From an optimization exercise on the open Yosys and OpenROAD flow, aimed at small area; shortcuts taken in it are not production practice.
Only simulation tests tie the RTL to the original design; equivalence was not proved.
No activity file was given, so power comes from the tool's default toggle rates.

**design/flow/config.mk**
```make
export PLATFORM = sky130hd
export DESIGN_NAME = ci_decim_bank
export DESIGN_NICKNAME = ci_decim_bank
export VERILOG_FILES = /design/flow/design.v
export SDC_FILE = /design/flow/constraint.sdc
export NUM_CORES = 4
export LEC_CHECK = 0
export ABC_AREA = 1
export CAP_MARGIN = 5
export CORE_MARGIN = 2
export CORE_UTILIZATION = 65
export SLEW_MARGIN = 5
```
**design/flow/design.v**
```verilog
module recip_rom (
    input  wire [5:0]  lbm1,
    output reg  [24:0] r
);
    always @(*) begin
        case (lbm1)
            6'd0: r = 25'd16777216;
            6'd1: r = 25'd8388608;
            6'd2: r = 25'd5592405;
            6'd3: r = 25'd4194304;
            6'd4: r = 25'd3355443;
            6'd5: r = 25'd2796203;
            6'd6: r = 25'd2396745;
            6'd7: r = 25'd2097152;
            6'd8: r = 25'd1864135;
            6'd9: r = 25'd1677722;
            6'd10: r = 25'd1525201;
            6'd11: r = 25'd1398101;
            6'd12: r = 25'd1290555;
            6'd13: r = 25'd1198373;
            6'd14: r = 25'd1118481;
            6'd15: r = 25'd1048576;
            6'd16: r = 25'd986895;
            6'd17: r = 25'd932068;
            6'd18: r = 25'd883011;
            6'd19: r = 25'd838861;
            6'd20: r = 25'd798915;
            6'd21: r = 25'd762601;
            6'd22: r = 25'd729444;
            6'd23: r = 25'd699051;
            6'd24: r = 25'd671089;
            6'd25: r = 25'd645278;
            6'd26: r = 25'd621378;
            6'd27: r = 25'd599186;
            6'd28: r = 25'd578525;
            6'd29: r = 25'd559241;
            6'd30: r = 25'd541201;
            6'd31: r = 25'd524288;
            6'd32: r = 25'd508400;
            6'd33: r = 25'd493448;
            6'd34: r = 25'd479349;
            6'd35: r = 25'd466034;
            6'd36: r = 25'd453438;
            6'd37: r = 25'd441506;
            6'd38: r = 25'd430185;
            6'd39: r = 25'd419430;
            6'd40: r = 25'd409200;
            6'd41: r = 25'd399458;
            6'd42: r = 25'd390168;
            6'd43: r = 25'd381300;
            6'd44: r = 25'd372827;
            6'd45: r = 25'd364722;
            6'd46: r = 25'd356962;
            6'd47: r = 25'd349525;
            6'd48: r = 25'd342392;
            6'd49: r = 25'd335544;
            6'd50: r = 25'd328965;
            6'd51: r = 25'd322639;
            6'd52: r = 25'd316551;
            6'd53: r = 25'd310689;
            6'd54: r = 25'd305040;
            6'd55: r = 25'd299593;
            6'd56: r = 25'd294337;
            6'd57: r = 25'd289262;
            6'd58: r = 25'd284360;
            6'd59: r = 25'd279620;
            6'd60: r = 25'd275036;
            6'd61: r = 25'd270600;
            6'd62: r = 25'd266305;
            6'd63: r = 25'd262144;
            default: r = 25'd0;
        endcase
    end
endmodule
module decim_chain (
    input  wire        clk,
    input  wire        rst,
    input  wire        bit_valid,
    input  wire        bit_in,
    input  wire        resync,
    input  wire        cfg_ok,        
    input  wire [1:0]  cfg_preset,    
    input  wire [2:0]  cfg_lac,
    input  wire [5:0]  cfg_lbm1,
    output wire [15:0] cfg_q,
    input  wire        grant,         
    output reg         req,           
    output reg  [30:0] hold,
    output reg  [2:0]  p_lac,
    output reg  [5:0]  p_lbm1,
    output reg  [1:0]  p_mcls         
);
    reg  [1:0] preset;
    reg  [2:0] lac;
    reg  [5:0] lbm1;
    assign cfg_q = {preset, 2'b00, lac, 3'b000, lbm1};
    wire clr = resync || cfg_ok;    
    always @(posedge clk) begin
        if (rst) begin
            preset <= 2'b11; lac <= 3'b100; lbm1 <= 6'd15;
        end else if (cfg_ok) begin
            preset <= cfg_preset; lac <= cfg_lac; lbm1 <= cfg_lbm1;
        end
    end
    reg  [7:0] acnt;                
    reg  [5:0] bcnt;                
    reg  [1:0] nout;                
    reg  [7:0] lam1;                
    reg  [16:0] la2;                
    reg  [15:0] f0_first;           
    always @(*) begin
        case (lac)
            3'd0:    begin lam1 = 8'd15;  la2 = 17'd256;   f0_first = 16'd136;   end
            3'd1:    begin lam1 = 8'd31;  la2 = 17'd1024;  f0_first = 16'd528;   end
            3'd2:    begin lam1 = 8'd63;  la2 = 17'd4096;  f0_first = 16'd2080;  end
            3'd3:    begin lam1 = 8'd127; la2 = 17'd16384; f0_first = 16'd8256;  end
            default: begin lam1 = 8'd255; la2 = 17'd65536; f0_first = 16'd32896; end
        endcase
    end
    wire take     = bit_valid && !clr;
    wire a0       = (acnt == 8'd0);
    wire wend     = (acnt == lam1);
    wire lb1      = (lbm1 == 6'd0);
    wire lastw    = (bcnt == lbm1);             
    wire penw     = (bcnt + 6'd1 == lbm1);      
    wire bend     = wend && lastw;
    reg  [14:0] g;                  
    reg  [14:0] h;                  
    wire [14:0] f2 = a0 ? 15'd0 : g;
    wire [15:0] f0 = a0 ? f0_first : {1'b0, h};
    wire [14:0] g_nx;
    rca #(15) u_g (.a(f2), .b({7'd0, take ? acnt : 8'd0}), .ci(1'b0), .s(g_nx), .co());
    wire [15:0] h_nx;
    rca #(16) u_h (.a(f0), .b(take ? {8'hff, acnt | ~lam1} : 16'd0), .ci(1'b0), .s(h_nx), .co());
    wire        tb   = take && bit_in;
    wire        use0 = lb1 || lastw;
    wire        use2 = lb1 || penw;
    wire        intw = !(lb1 || lastw || penw);
    wire [15:0] f0t  = tb ? f0 : 16'd0;
    wire [14:0] f2t  = tb ? f2 : 15'd0;
    wire [15:0] p = use0 ? f0t : 16'd0;
    wire [14:0] q = use2 ? f2t : 15'd0;
    wire [16:0] pq;
    rca #(16) u_pq (.a(p), .b({1'b0, q}), .ci(1'b0), .s(pq[15:0]), .co(pq[16]));
    wire [16:0] z;
    rca #(17) u_z (.a(tb ? la2 : 17'd0), .b(~pq), .ci(1'b1), .s(z), .co());
    wire [16:0] wa = use0 ? {1'b0, f0t} : z;
    wire [16:0] wb = penw ? {2'b00, f2t} : (intw ? 17'd0 : z);
    wire [14:0] wc = lb1 ? f2t : 15'd0;
    reg  [30:0] xa;
    reg  [23:0] xb;
    reg  [21:0] xc;
    wire [30:0] xa_s;
    wire [23:0] xb_s;
    wire [21:0] xc_s;
    wire        ca;
    rca #(17) u_xa0 (.a(xa[16:0]), .b(wa), .ci(1'b0), .s(xa_s[16:0]), .co(ca));
    rca #(14) u_xa1 (.a(xa[30:17]), .b(14'd0), .ci(ca), .s(xa_s[30:17]), .co());
    rca #(24) u_xb  (.a(xb), .b({7'd0, wb}), .ci(1'b0), .s(xb_s), .co());
    rca #(22) u_xc  (.a(xc), .b({7'd0, wc}), .ci(1'b0), .s(xc_s), .co());
    always @(posedge clk) begin
        g <= g_nx;
        h <= h_nx[14:0];
    end
    always @(posedge clk) begin
        if (rst || clr) begin
            acnt <= 8'd0; bcnt <= 6'd0; nout <= 2'd0;
        end else if (take) begin
            if (wend) begin
                acnt <= 8'd0;
                if (lastw) begin
                    bcnt <= 6'd0;
                    if (nout != 2'd3) nout <= nout + 2'd1;
                end else begin
                    bcnt <= bcnt + 6'd1;
                end
            end else begin
                acnt <= acnt + 8'd1;
            end
        end
    end
    always @(posedge clk) begin
        if (rst || clr) begin
            xa <= 31'd0; xb <= 24'd0; xc <= 22'd0;
        end else if (take && bend) begin
            xa <= {7'd0, xb_s};
            xb <= lb1 ? {2'd0, xc_s} : 24'd0;
            xc <= 22'd0;
        end else begin
            xa <= xa_s; xb <= xb_s; xc <= xc_s;
        end
    end
    always @(posedge clk) begin
        if (take && bend) begin
            hold   <= xa_s;
            p_lac  <= lac;
            p_lbm1 <= lbm1;
            p_mcls <= (nout == 2'd0) ? 2'd0 : (nout == 2'd1) ? 2'd1 : 2'd2;
        end
    end
    always @(posedge clk) begin
        if (rst)               req <= 1'b0;
        else if (take && bend) req <= 1'b1;
        else if (grant)        req <= 1'b0;
    end
endmodule
module rca #(parameter W = 8) (
    input  wire [W-1:0] a,
    input  wire [W-1:0] b,
    input  wire         ci,
    output wire [W-1:0] s,
    output wire         co
);
    wire [W:0] c;
    assign c[0] = ci;
    genvar i;
    generate
        for (i = 0; i < W; i = i + 1) begin : g_bit
            assign s[i]   = a[i] ^ b[i] ^ c[i];
            assign c[i+1] = (a[i] & b[i]) | (c[i] & (a[i] ^ b[i]));
        end
    endgenerate
    assign co = c[W];
endmodule
module ci_decim_bank (
    input  wire         clk,
    input  wire         rst,
    input  wire         bit_valid,
    input  wire [3:0]   bits,
    input  wire [3:0]   resync,
    input  wire         cfg_we,
    input  wire [1:0]   cfg_ch,
    input  wire [15:0]  cfg_data,
    input  wire [1:0]   cfg_rd_ch,
    output wire [15:0]  cfg_rd_data,
    output reg  [3:0]   out_valid,
    output wire [3:0]   out_settled,
    output wire [99:0]  out_data
);
    wire [1:0] w_preset = cfg_data[15:14];
    wire       w_ok     = cfg_we && !(w_preset == 2'b11 && cfg_data[11:9] > 3'b100);
    wire [2:0] w_lac    = (w_preset == 2'b11) ? cfg_data[11:9] :
                          (w_preset == 2'b10) ? 3'b100 : 3'b010;
    wire [5:0] w_lbm1   = (w_preset == 2'b11) ? cfg_data[5:0] :
                          (w_preset == 2'b00) ? 6'd0 : 6'd3;
    wire [15:0] cfg_q   [0:3];
    wire [30:0] c_hold  [0:3];
    wire [2:0]  c_lac   [0:3];
    wire [5:0]  c_lbm1  [0:3];
    wire [1:0]  c_mcls  [0:3];
    wire [3:0]  req;
    reg  [3:0]  grant;
    genvar c;
    generate
        for (c = 0; c < 4; c = c + 1) begin : g_ch
            decim_chain u_chain (
                .clk        (clk),
                .rst        (rst),
                .bit_valid  (bit_valid),
                .bit_in     (bits[c]),
                .resync     (resync[c]),
                .cfg_ok     (w_ok && cfg_ch == c),
                .cfg_preset (w_preset),
                .cfg_lac    (w_lac),
                .cfg_lbm1   (w_lbm1),
                .cfg_q      (cfg_q[c]),
                .grant      (grant[c]),
                .req        (req[c]),
                .hold       (c_hold[c]),
                .p_lac      (c_lac[c]),
                .p_lbm1     (c_lbm1[c]),
                .p_mcls     (c_mcls[c])
            );
        end
    endgenerate
    assign cfg_rd_data = cfg_q[cfg_rd_ch];
    reg        busy;
    reg  [1:0] step;
    reg  [1:0] m_ch;
    reg  [1:0] pick;
    always @(*) begin
        casez (req)
            4'b???1: pick = 2'd0;
            4'b??10: pick = 2'd1;
            4'b?100: pick = 2'd2;
            default: pick = 2'd3;
        endcase
    end
    wire [1:0]  cur    = busy ? m_ch : pick;
    wire        active = busy || (req != 4'b0);
    wire [30:0] s_hold = c_hold[cur];
    wire [2:0]  s_lac  = c_lac[cur];
    wire [5:0]  s_lbm1 = c_lbm1[cur];
    wire [1:0]  s_mcls = c_mcls[cur];
    wire        s_lb1  = (s_lbm1 == 6'd0);
    reg  [30:0] s_shl;
    reg  [22:0] d1s, d2s, d12s;
    always @(*) begin
        case (s_lac)
            3'd0:    begin s_shl = {s_hold[18:0], 12'd0}; d1s = 23'd6717440; d2s = 23'd1146880; d12s = 23'd7864320; end
            3'd1:    begin s_shl = {s_hold[21:0], 9'd0};  d1s = 23'd6856704; d2s = 23'd1269760; d12s = 23'd8126464; end
            3'd2:    begin s_shl = {s_hold[24:0], 6'd0};  d1s = 23'd6924288; d2s = 23'd1333248; d12s = 23'd8257536; end
            3'd3:    begin s_shl = {s_hold[27:0], 3'd0};  d1s = 23'd6957568; d2s = 23'd1365504; d12s = 23'd8323072; end
            default: begin s_shl = s_hold;                d1s = 23'd6974080; d2s = 23'd1381760; d12s = 23'd8355840; end
        endcase
    end
    wire [22:0] dsel = (s_mcls == 2'd0) ? (s_lb1 ? d1s : d12s) :
                       (s_mcls == 2'd1 && s_lb1) ? d2s : 23'd0;
    wire [30:0] s_val = s_shl + {2'b11, ~s_lbm1, dsel};
    wire [24:0] r;
    recip_rom u_rom (.lbm1(s_lbm1), .r(r));
    reg  [5:0]  d;
    always @(*) begin
        case (step)
            2'd0:    d = r[5:0];
            2'd1:    d = r[11:6];
            2'd2:    d = r[17:12];
            default: d = r[23:18];
        endcase
    end
    reg  signed [31:0] acc;
    wire signed [31:0] acc_in = (step == 2'd0) ? 32'sd0 : acc;
    wire signed [37:0] mac = acc_in + $signed(s_val) * $signed({1'b0, d});
    always @(*) begin
        grant = 4'b0;
        if (active && step == 2'd3) grant[cur] = 1'b1;
    end
    always @(posedge clk) begin
        if (rst) begin
            busy <= 1'b0;
            step <= 2'd0;
        end else if (active) begin
            busy <= (step != 2'd3);
            step <= step + 2'd1;
        end
        m_ch <= cur;
        acc  <= mac[37:6];
    end
    wire last = busy && step == 2'd3;
    always @(*) begin
        out_valid = 4'b0;
        out_valid[m_ch] = last;
    end
    wire [24:0] res     = s_lb1 ? s_val[24:0] : mac[30:6];
    wire        res_set = s_lb1 ? (s_mcls == 2'd2) : (s_mcls != 2'd0);
    assign out_data    = {4{res}};
    assign out_settled = {4{res_set}};
endmodule
```
**design/flow/standard.sh**
```bash
#!/bin/bash
# synth_recipe.tcl (not shown) runs the flow's synth.tcl, then flattens the netlist and writes it again
# the make line also repeats each setting of config.mk as NAME=value (left out here)
make -C /OpenROAD-flow-scripts/flow DESIGN_CONFIG=/design/flow/config.mk WORK_HOME=/design/flow/orfs CLKGATE_MAP_FILE= SYNTH_SCRIPT=/design/flow/synth_recipe.tcl "${@:-finish}"
```
**design/flow/constraint.sdc**
```tcl
create_clock -name core_clock -period 15.0 [get_ports {clk}]
set_input_delay 3.0000 -clock core_clock [delete_from_list [all_inputs] [get_ports {clk}]]
set_output_delay 3.0000 -clock core_clock [all_outputs]
set_load 0.01 [all_outputs]
```
**design/flow/flow/run.sh**
```bash
#!/bin/bash
# The standard layout (the standard.sh, standard synthesis unchanged), with
# two changes: port buffers use the smallest buffer, and the clock tree uses
# small clock buffers without dummy loads.
set -euo pipefail
export BUFFER_PORTS_ARGS="-buffer_cell sky130_fd_sc_hd__buf_1"
export CTS_ARGS="-sink_clustering_enable -repair_clock_nets -dont_use_dummy_load -buf_list sky130_fd_sc_hd__clkbuf_8 -sink_clustering_size 14 -sink_clustering_max_diameter 100"
bash standard.sh > standard.log 2>&1
```
==> flow_summary_export.csv, run 1 <==
group,metric,value,unit
critical_path,cp_top_family,"adder cells",
critical_path,worstSetupStartpointType,"primary input",
layout,area_growth,4.494,%
cts,cts_hold_buffers,0,
detailed_routing,drc,0,
layout,final_cell_mix,"1154 x inv_1, 831 x nand2_1, 718 x nor2_1",
placement,dp_hpwl,107000,um
floorplan,die_w,286.0,um
floorplan,initial_core_util,65.55,%
global_routing,grt_pass1_wl,220000,um
critical_path,rr_worst_depth,52,
global_routing,overflow,0,
critical_path,cpMostUsedCell,"fa_1",
synthesis,synth_top_area_share,22.34,%
layout,drive_gt1_share,5.135,%
synthesis,async_flop_share,0,%
flow_run,cap_violations,0,
timing,final.setup.tns,0,ns
critical_path,slowest_delay,0.57,ns
detailed_routing,ant_nets,0,
layout,fill_cells,6642,
critical_path,path_buf_inv,9,
outcome,status,"finished clean",
timing,max_slew_margin,20.13,%
placement,numPlacedInstances,7143,
power,irDropWorstVdd,0.07627,mV
critical_path,r2r_start,"g_ch[0].u_chain.bcnt[2]",
synthesis,synth_edf_count,168,
timing,finalCritPeriodShare,95.47,%
cts,clockRootBuffer,"clkbuf_8",
cts,clkSinkCount,745,
detailed_routing,vias,40810,
timing,finalSetupViolCount,0,
cts,cts_buffers,60,
cts,clock_latency,0.75,ns
timing,min_period,14.32,ns
global_routing,grt_usage,34.18,%
timing,slew_violations,0,
detailed_routing,firstDrtPassIters,5,
cts,post_cts_buffers,0,
detailed_routing,vias_per_cell,5.665,
synthesis,synth_flop_cell,"dfxtp_1",
placement,portBuffers,145,
floorplan,rows,103,
critical_path,critPathSlowestCell,"fa_1",
synthesis,ys_seq_elements,745,
placement,post_dp_cell_area,0.05312,mm^2
floorplan,coreArea,0.07887,mm^2
critical_path,worstSetupEndpoint,"g_ch[2].u_chain.xa[30]",
cts,cts_tree,"built",
synthesis,synth-seq-area-share,32.10,%
placement,gp_congestion,0.9809,
floorplan,pin_count,156,
worst_hold_path,min_path_type,"reg2reg",
timing,hold_viol,0,
critical_path,required,15.56,ns
synthesis,yosysTopAreaCell,"dfxtp_1",
critical_path,rr_endpoint,"g_ch[0].u_chain.hold[30]",
detailed_routing,wl_per_cell,19.06,um
critical_path,arrival,14.88,ns
critical_path,path_class,"in2reg",
synthesis,synth_cell_type_count,67,
layout,design_area,0.05402,mm^2
critical_path,rrSetupSlack,1.77,ns
floorplan,die_h,286.0,um
detailed_routing,drt-initial-drc-count,3807,
cts,htree_levels,2,
power,power_leakage,23.26,nW
layout,finalNonFillerCells,7205,
global_routing,grt_max_degree,58,
layout,ff_latch_area,0.01660,mm^2
cts,path_clk_slew,0.08,ns
timing,worstMarginPinSlew,1.186,ns
critical_path,end_kind,"register",
timing,finClkSkew,0.1073,ns
cts,clockBufferDepth,3,
critical_path,cp_num_cells,52,
layout,layout_commonest_cell,"inv_1",
timing,fmax,0.06983,GHz
floorplan,die_area,0.08181,mm^2
critical_path,cp-startpoint,"cfg_data[15]",
layout,multi_input_area,0.02934,mm^2
critical_path,critPathMaxFanout,3,
synthesis,netlist_area,0.05170,mm^2
layout,fin_nets,7036,
power,p_per_area,59.74,mW/mm^2
timing,rsz0062_at_grt,"no",
synthesis,ys_warn_count,3,
synthesis,synthTopCellsByArea,"dfxtp_1 22%, fa_1 19%, edfxtp_1 9.8%",
detailed_routing,routed_wl,137300,um
synthesis,synth_cells,6103,
global_routing,grt_pass1_vias,40630,
synthesis,avgSynthCellArea,8.471,um^2
global_routing,antenna_found_initial,3,
[flip-flops by register name, summed over array words and instances (netlist names), 12 cells and up]
name,flops
g_ch.u_chain.xc,88
g_ch.u_chain.hold,124
g_ch.u_chain.xb,96
g_ch.u_chain.xa,124
g_ch.u_chain.bcnt,24
g_ch.u_chain.acnt,32
g_ch.u_chain.p_lac,12
g_ch.u_chain.h,60
acc,32
g_ch.u_chain.p_lbm1,24
g_ch.u_chain.lac,12
g_ch.u_chain.lbm1,24
g_ch.u_chain.g,60
[logic make-up after synthesis]
family	after synthesis	synth area share, %
AND/OR/NAND/NOR	1937	15.55
buffers and inverters	1474	11.52
AO/OA/AOI/OAI	982	11.12
adder cells (fa/ha/maj)	848	27.74
flip-flops	745	32.10
XOR/XNOR	116	1.965
other	1	0.007254
[worst register-to-register path: cells and delay by family, from the launching register on]
kind / cells / cell delay (ns)
flip-flops: 1 / 0.45
AO/OA/AOI/OAI: 1 / 0.09
XOR/XNOR: 1 / 0.14
buffers and inverters: 10 / 0.96
AND/OR/NAND/NOR: 8 / 1.57
adder cells (fa/ha/maj): 32 / 9.85
[cells in the mapped netlist, types with 26 or more instances]
cell	n
nand3_1	143
a22oi_1	65
edfxtp_1	168
a21oi_1	341
or2_2	27
nor3_1	67
buf_4	89
nand2_1	837
inv_1	1156
buf_2	37
dfxtp_1	577
ha_1	351
fa_1	497
o22ai_1	108
nand4_1	26
xor2_1	61
xnor2_1	55
clkbuf_1	131
o21ai_0	276
a221oi_1	30
nor2_1	723
[area by class of cell]
type,count,share of cell area [%]
Sequential cell,745,30.72
Tap cell,1050,2.432
Timing Repair Buffer,265,2.675
Inverter,1195,8.319
Clock buffer,60,1.529
Antenna cell,1,0.004632
Multi-Input combinational cell,3888,54.31
Timing Repair inverter,1,0.009264
[report_power, final]
group | internal, W | switching, W | total, W
logic | 0.0000335 | 0.0000890 | 0.000123
registers | 0.00206 | 0.0000162 | 0.00207
clock network | 0.000355 | 0.000677 | 0.00103
total | 0.00245 | 0.000782 | 0.00323
[per-layer routing]
| layer | vias to the layer above | GRT usage [%] | share of wire, % |
|---|---|---|---|
| li1 | 19320 | - | - |
| met1 | 19700 | 47.24 | 42 |
| met2 | 1528 | 55.43 | 46 |
| met3 | 266 | 5.032 | 7.8 |
| met4 | 0 | 11.62 | 3.7 |
| met5 | - | 0 | 0 |
[what timing repair did]
| item | 4_1_cts | 5_1_grt |
|---|---|---|
| hold endpoints to repair | 0 | 0 |
| setup endpoints to repair | 0 | 26 |
| resized for setup | 0 | 22 |
[through the flow]
step                      power, W  utilization (%)  setup WS, ns  hold slack (ns)
after floorplan           0.002186                -       0.04897           0.4305
after global placement    0.002236            67.35       -0.2296           0.4587
after detailed placement  0.002239            67.35       -0.3396           0.4622
after CTS                 0.003240            68.39        0.3818           0.4872
after global routing      0.003326            68.49      0.008056           0.5048
final                     0.003227            68.49        0.6800           0.4862
[how the worst min path moves through the flow]
stage                                    from                        end  slack, ns  depth (start not counted)
floorplan              g_ch[3].u_chain.lac[1]   g_ch[3].u_chain.p_lac[1]       0.43                          0
CTS                 g_ch[3].u_chain.preset[1]  g_ch[3].u_chain.preset[1]       0.49                          2
detailed placement  g_ch[0].u_chain.preset[0]  g_ch[0].u_chain.preset[0]       0.46                          2
global route           g_ch[0].u_chain.xa[30]     g_ch[0].u_chain.xa[30]       0.50                          2
finish                 g_ch[0].u_chain.xa[30]     g_ch[0].u_chain.xa[30]       0.49                          2
global placement    g_ch[1].u_chain.preset[1]  g_ch[1].u_chain.preset[1]       0.46                          2
==> run 2, diff against run 1 <==
==> design/flow/flow/run.sh (replaced) <==
#!/bin/bash
# The standard layout (the standard.sh, standard synthesis unchanged), with
# two changes: port buffers use the smallest buffer, and the clock tree uses
# small clock buffers without dummy loads.
set -euo pipefail
export BUFFER_PORTS_ARGS="-buffer_cell sky130_fd_sc_hd__buf_1"
export CTS_ARGS="-sink_clustering_enable -repair_clock_nets -dont_use_dummy_load -buf_list sky130_fd_sc_hd__clkbuf_4 -sink_clustering_size 8 -sink_clustering_max_diameter 80"
bash standard.sh > standard.log 2>&1
--- a/design/flow/config.mk
+++ b/design/flow/config.mk
@@ -8,5 +8,5 @@
 export ABC_AREA = 1
 export CAP_MARGIN = 5
 export CORE_MARGIN = 2
-export CORE_UTILIZATION = 65
+export CORE_UTILIZATION = 40
 export SLEW_MARGIN = 5
==> flow_summary_export.csv, run 2 <==
group,metric,value,unit
cts,htree_levels,3,
detailed_routing,firstDrtPassIters,6,
cts,clock_latency,1.02,ns
power,power_leakage,23.34,nW
detailed_routing,wl_per_cell,18.24,um
critical_path,critPathSlowestCell,"nor3_2",
synthesis,synth_most_common_cell,"inv_1",
critical_path,arrival,15.25,ns
synthesis,synth_cell_type_count,67,
cts,clockRootBuffer,"clkbuf_4",
synthesis,async_flop_share,0,%
cts,clockBufferDepth,3,
global_routing,grt_pass1_vias,40710,
critical_path,cpMostUsedCell,"fa_1",
timing,finClkSkew,0.1533,ns
synthesis,avgSynthCellArea,8.471,um^2
timing,finalCritPeriodShare,96.06,%
timing,max_slew_margin,21.87,%
synthesis,ys_warn_count,3,
placement,gp_congestion,0.9397,
layout,design_area,0.05478,mm^2
layout,finalNonFillerCells,7871,
placement,portBuffers,145,
synthesis,yosysTopAreaCell,"dfxtp_1",
outcome,status,"finished clean",
floorplan,rows,131,
detailed_routing,drc,0,
synthesis,synth_flop_cell,"dfxtp_1",
cts,cts_tree,"built",
floorplan,die_area,0.1321,mm^2
synthesis,synthTopCellsByArea,"dfxtp_1 22%, fa_1 19%, edfxtp_1 9.8%",
global_routing,grt_max_degree,58,
layout,area_growth,5.959,%
timing,finalSetupViolCount,0,
timing,min_period,14.41,ns
critical_path,worstSetupStartpointType,"primary input",
synthesis,ys_seq_elements,745,
global_routing,grt_usage,21.98,%
floorplan,coreArea,0.1278,mm^2
layout,drive_gt1_share,5.753,%
floorplan,pin_count,156,
cts,clkSinkCount,745,
global_routing,grt_pass1_wl,228100,um
floorplan,die_h,363.5,um
placement,place_ws,-0.3854,ns
critical_path,end_kind,"register",
timing,worstMarginPinSlew,1.169,ns
global_routing,antenna_found_initial,5,
timing,fmax,0.06940,GHz
critical_path,required,15.85,ns
layout,reg_top3,"g_ch.u_chain.hold x124, g_ch.u_chain.xa x124, g_ch.u_chain.xb x96",
synthesis,netlist_area,0.05170,mm^2
detailed_routing,vias_per_cell,5.126,
worst_hold_path,min_path_type,"reg2reg",
layout,layout_commonest_cell,"inv_1",
synthesis,synth_cells,6103,
global_routing,overflow,0,
power,p_per_area,58.70,mW/mm^2
critical_path,path_class,"in2reg",
cts,path_clk_slew,0.09,ns
layout,multi_input_area,0.02931,mm^2
timing,slew_violations,0,
placement,dp_hpwl,112200,um
timing,setup_slack,0.5907,ns
synthesis,synth_edf_count,168,
detailed_routing,vias,40350,
detailed_routing,routed_wl,143500,um
layout,fill_cells,12860,
power,irDropWorstVdd,0.04824,mV
detailed_routing,ant_nets,0,
detailed_routing,drt-initial-drc-count,3257,
layout,ff_latch_area,0.01660,mm^2
placement,numPlacedInstances,7760,
floorplan,die_w,363.5,um
layout,final_cell_mix,"1154 x inv_1, 832 x nand2_1, 718 x nor2_1",
critical_path,slowest_delay,0.55,ns
synthesis,synthTopCellsByCount,"1156 x inv_1, 837 x nand2_1, 723 x nor2_1, 577 x dfxtp_1, 497 x fa_1",
flow_run,cap_violations,0,
placement,post_dp_cell_area,0.05392,mm^2
layout,fin_nets,7087,
timing,hold_viol,0,
cts,cts_buffers,104,
synthesis,synth-seq-area-share,32.10,%
timing,timing.hold.ws,0.4758,ns
floorplan,initial_core_util,40.44,%
cts,cts_hold_buffers,0,
layout,fin_util,42.85,%
critical_path,critPathMaxFanout,4,
synthesis,synth_top_area_share,22.34,%
## run 2: cell counts after synthesis
No cell type changed its count.
## run 2: path summary, 6_finish.rpt
path,from,to,slack [ns],cells past startpoint
setup reg to reg,g_ch[0].u_chain.lbm1[2],g_ch[0].u_chain.xa[30],1.58,47
hold reg to reg,g_ch[2].u_chain.acnt[2],g_ch[2].u_chain.acnt[2],0.48,1
setup / recovery,cfg_data[15],g_ch[0].u_chain.xa[30],0.59,48
hold / removal,g_ch[2].u_chain.acnt[2],g_ch[2].u_chain.acnt[2],0.48,1
## run 2: cells by family after synthesis
kind of cell / Yosys count / synth area share (%)
and+or+nand+nor: 1937 / 15.55
DFF: 745 / 32.10
buffers and inverters: 1474 / 11.52
adders and majority gates: 848 / 27.74
xor gates and xnor gates: 116 / 1.965
AOI/OAI and AO/OA: 982 / 11.12
other: 1 / 0.007254
## run 2: timing repair
action                                  in CTS  in global routing
endpoints found under the hold margin        0                  0
endpoints found under the setup margin       0                 45
buffers inserted                             0                  1
resized for setup                            0                 15
## run 2: metal layers
metal	vias up	share of wire, %	global-route usage [%]
met5	-	0	0
met4	0	2.7	5.947
met3	199	5.9	2.782
met2	1199	47	36.96
met1	19480	44	29.77
li1	19470	-	-
## run 2: report_power, final
group	switching [W]	internal (W)
logic	0.0000880	0.0000334
clock network	0.000706	0.000316
registers	0.0000159	0.00206
total	0.000810	0.00241
## run 2: cell type report
| cell class | instances | area share, % |
|---|---|---|
| timing repair buffer | 271 | 2.720 |
| sequential | 745 | 30.30 |
| multi-input combinational | 3888 | 53.51 |
| tap | 1662 | 3.796 |
| antenna | 4 | 0.01827 |
| inverter | 1195 | 8.216 |
| clock buffer | 104 | 1.425 |
| timing repair inverter | 2 | 0.01827 |
## run 2: critical path: cells and delay by family
family          cells  cell delay [ns]
buf+inv             6             0.43
fa+ha+maj          31             9.69
simple gates        8             1.84
compound gates      3             0.31
## run 2: per-stage QoR
step           power [W]   TNS (ns)
6_report        0.003216          0
4_1_cts         0.003260          0
3_3_place_gp    0.002239     -2.366
2_1_floorplan   0.002186          0
5_1_grt         0.003341  -0.005245
3_5_place_dp    0.002241     -4.224
==> run 3, diff against run 2 <==
==> design/flow/flow/run.sh (replaced) <==
#!/bin/bash
# The standard layout (standard.sh: standard synthesis, floorplan, power
# grid, placement, CTS, routing), unchanged except for two arguments passed
# through ORFS's own variables:
#   - the port buffers that placement puts on every input and output use the
#     smallest buffer cell instead of the resizer's pick;
#   - clock tree synthesis builds the tree from clkbuf_8 cells in sink
#     clusters of up to 14 flip-flops, without dummy loads.
# Everything make prints goes to standard.log; ORFS's per-step logs stay under
# orfs/logs/ in this folder.
set -euo pipefail
export BUFFER_PORTS_ARGS="-buffer_cell sky130_fd_sc_hd__buf_1"
export CTS_ARGS="-sink_clustering_enable -repair_clock_nets -dont_use_dummy_load -buf_list sky130_fd_sc_hd__clkbuf_8 -sink_clustering_size 14 -sink_clustering_max_diameter 100"
bash standard.sh > standard.log 2>&1
==> flow_summary_export.csv, run 3 <==
group,metric,value,unit
power,power_leakage,23.29,nW
critical_path,critPathSlowestCell,"fa_1",
global_routing,overflow,0,
detailed_routing,vias_per_cell,5.110,
critical_path,path_class,"in2reg",
floorplan,rows,131,
layout,drive_gt1_share,5.226,%
synthesis,async_flop_share,0,%
timing,finalCritPeriodShare,96.23,%
cts,clockRootBuffer,"clkbuf_8",
synthesis,synth-seq-area-share,32.10,%
synthesis,synthTopCellsByCount,"1156 x inv_1, 837 x nand2_1, 723 x nor2_1, 577 x dfxtp_1, 497 x fa_1",
cts,clock_latency,0.81,ns
synthesis,netlist_area,0.05170,mm^2
critical_path,r2r_start,"g_ch[0].u_chain.lbm1[2]",
power,irDropWorstVdd,0.06226,mV
cts,cts_tree,"built",
cts,htree_levels,2,
synthesis,synth_edf_count,168,
detailed_routing,drt-initial-drc-count,3360,
detailed_routing,firstDrtPassIters,5,
timing,slew_violations,0,
synthesis,synth_top_area_share,22.34,%
global_routing,grt_pass1_wl,227300,um
critical_path,rr_worst_depth,47,
detailed_routing,drc,0,
global_routing,grt_max_degree,58,
cts,path_clk_slew,0.10,ns
power,total_power,0.003230,W
layout,ff_latch_area,0.01660,mm^2
timing,worstMarginPinSlew,1.150,ns
synthesis,yosysTopAreaCell,"dfxtp_1",
synthesis,avgSynthCellArea,8.471,um^2
worst_hold_path,whs_path_depth,1,
floorplan,coreArea,0.1278,mm^2
timing,max_slew_margin,23.16,%
placement,gp_congestion,0.9397,
synthesis,synth_cells,6103,
worst_hold_path,hold_end,"g_ch[2].u_chain.acnt[2]",
power,p_per_area,58.91,mW/mm^2
layout,design_area,0.05483,mm^2
placement,post_dp_cell_area,0.05392,mm^2
global_routing,antenna_found_initial,3,
layout,reg_top3,"g_ch.u_chain.hold x124, g_ch.u_chain.xa x124, g_ch.u_chain.xb x96",
detailed_routing,routed_wl,143100,um
timing,rsz0062_at_grt,"no",
layout,fill_cells,12820,
timing,hold_viol,0,
placement,portBuffers,145,
synthesis,ys_warn_count,3,
floorplan,pin_count,156,
layout,area_growth,6.063,%
synthesis,synth_cell_type_count,67,
critical_path,arrival,15.13,ns
layout,multi_input_area,0.02933,mm^2
floorplan,die_area,0.1321,mm^2
cts,clockBufferDepth,3,
floorplan,die_w,363.5,um
synthesis,synth_flop_cell,"dfxtp_1",
timing,finalSetupViolCount,0,
layout,layout_commonest_cell,"inv_1",
critical_path,end_kind,"register",
cts,cts_buffers,60,
placement,dp_hpwl,112200,um
critical_path,worstSetupStartpointType,"primary input",
synthesis,ys_seq_elements,745,
layout,final_cell_mix,"1154 x inv_1, 829 x nand2_1, 718 x nor2_1",
critical_path,rr_endpoint,"g_ch[0].u_chain.xa[30]",
cts,cts_hold_buffers,0,
critical_path,required,15.69,ns
cts,clkSinkCount,745,
critical_path,rrSetupSlack,1.71,ns
critical_path,cpMostUsedCell,"fa_1",
worst_hold_path,min_path_type,"reg2reg",
timing,finClkSkew,0.1143,ns
synthesis,synth_most_common_cell,"inv_1",
floorplan,initial_core_util,40.44,%
floorplan,die_h,363.5,um
outcome,status,"finished clean",
global_routing,grt_pass1_vias,40310,
placement,place_ws,-0.3854,ns
detailed_routing,wl_per_cell,18.29,um
critical_path,slowest_delay,0.56,ns
layout,fin_nets,7043,
timing,min_period,14.43,ns
timing,fmax,0.06928,GHz
flow_run,cap_violations,0,
critical_path,critPathMaxFanout,3,
timing,setup_slack,0.5657,ns
worst_hold_path,worstHoldStart,"g_ch[2].u_chain.acnt[2]",
synthesis,synthTopCellsByArea,"dfxtp_1 22%, fa_1 19%, edfxtp_1 9.8%",
global_routing,grt_usage,21.87,%
detailed_routing,ant_nets,0,
detailed_routing,vias,39980,
## run 3: area by class of cell
cell class	instances	share of cell area (%)
Multi-Input combinational cell	3888	53.49
Sequential cell	745	30.27
Inverter	1195	8.206
Tap cell	1662	3.792
Timing Repair Buffer	271	2.718
Clock buffer	60	1.506
Timing Repair inverter	2	0.01825
Antenna cell	1	0.004564
## run 3: report_power, final
| part | total (W) | leakage, nW | internal, W | switching, W |
|---|---|---|---|---|
| clock | 0.00104 | 0.431 | 0.000355 | 0.000680 |
| combinational | 0.000122 | 16.7 | 0.0000337 | 0.0000886 |
| sequential | 0.00207 | 6.18 | 0.00206 | 0.0000159 |
## run 3: kinds of logic (layout without fill, tap and decap cells)
family / count (synthesis) / count (layout) / share of synthesized area [%]
adder cells (fa/ha/maj): 848 / 848 / 27.74
AO/OA/AOI/OAI: 982 / 982 / 11.12
flip-flops: 745 / 745 / 32.10
other: 1 / 6 / 0.007254
buffers and inverters: 1474 / 1528 / 11.52
XOR/XNOR: 116 / 116 / 1.965
AND/OR/NAND/NOR: 1937 / 1937 / 15.55
## run 3: stage by stage
stage          cells  hold slack (ns)  utilization, %  setup TNS [ns]
6_report        7824           0.4785           42.89               0
5_1_grt         7824           0.5063           42.89               0
4_1_cts         7820           0.4813           42.82               0
3_5_place_dp    7760           0.4666           42.18          -4.224
3_3_place_gp    7760           0.4512           42.18          -2.366
2_1_floorplan   6107           0.4305               -               0
## run 3: worst max-delay path: cells and delay by family
kind / cells / cell delay, ns
adder cells (fa/ha/maj): 32 / 10.03
AO/OA/AOI/OAI: 3 / 0.28
AND/OR/NAND/NOR: 8 / 1.17
buffers and inverters: 10 / 0.64
## run 3: routing by layer
metal | routed length, um | vias to the layer above | track usage [%]
li1 | - | 19310 | -
met1 | 64130 | 19460 | 29.88
met2 | 68120 | 1030 | 36.97
met3 | 7571 | 185 | 2.575
met4 | 3242 | 0 | 5.150
met5 | 0 | - | 0
## run 3: what timing repair did
action,in CTS,in global routing
gates resized for setup,0,22
setup buffers,0,1
setup endpoints to repair,0,48
## run 3: worst max path at each step
stage	start	end	slack [ns]
after floorplan	cfg_data[15]	g_ch[0].u_chain.hold[30]	0.05
after global placement	cfg_data[15]	g_ch[0].u_chain.xa[30]	-0.32
after detailed placement	cfg_data[15]	g_ch[0].u_chain.xa[30]	-0.39
after CTS	cfg_data[15]	g_ch[0].u_chain.xa[30]	0.39
after global routing	busy	out_data[71]	0.002
final	cfg_data[15]	g_ch[0].u_chain.xa[30]	0.57

re-timing with driven ports:
In the flow no input, the clock included, has a driving cell. The finished layouts below were timed again as built, in two steps.
Step 1, drivers: a clkbuf_16 drives clk and a buf_2 each remaining input, both assumed.
Step 2, shift: input delay + t, output delay - t, t = (earliest + latest rising clock arrival at the registers) / 2. This alone moves slack from input paths to output paths.
Slacks: no drivers / after step 1 / after step 2; pairs: no drivers / after step 1.
run	t (ns)	setup WS [ns]	worst setup path after step 2	clock arrival spread, ns	worst data-port slew with drivers (ns)
run 1	0.756	0.680 / 0.718 / -0.038	input to register	0.108 / 0.108	0.04
run 2	1.010	0.591 / 0.633 / -0.377	input to register	0.155 / 0.155	0.03
run 3	0.826	0.566 / 0.612 / -0.214	input to register	0.123 / 0.123	0.03
With both steps, setup timing fails in every run listed, where it was met with ideal ports. The setup slack of run 2, which loses most, moves by +0.042 ns with the drivers and by -0.968 ns with both steps.
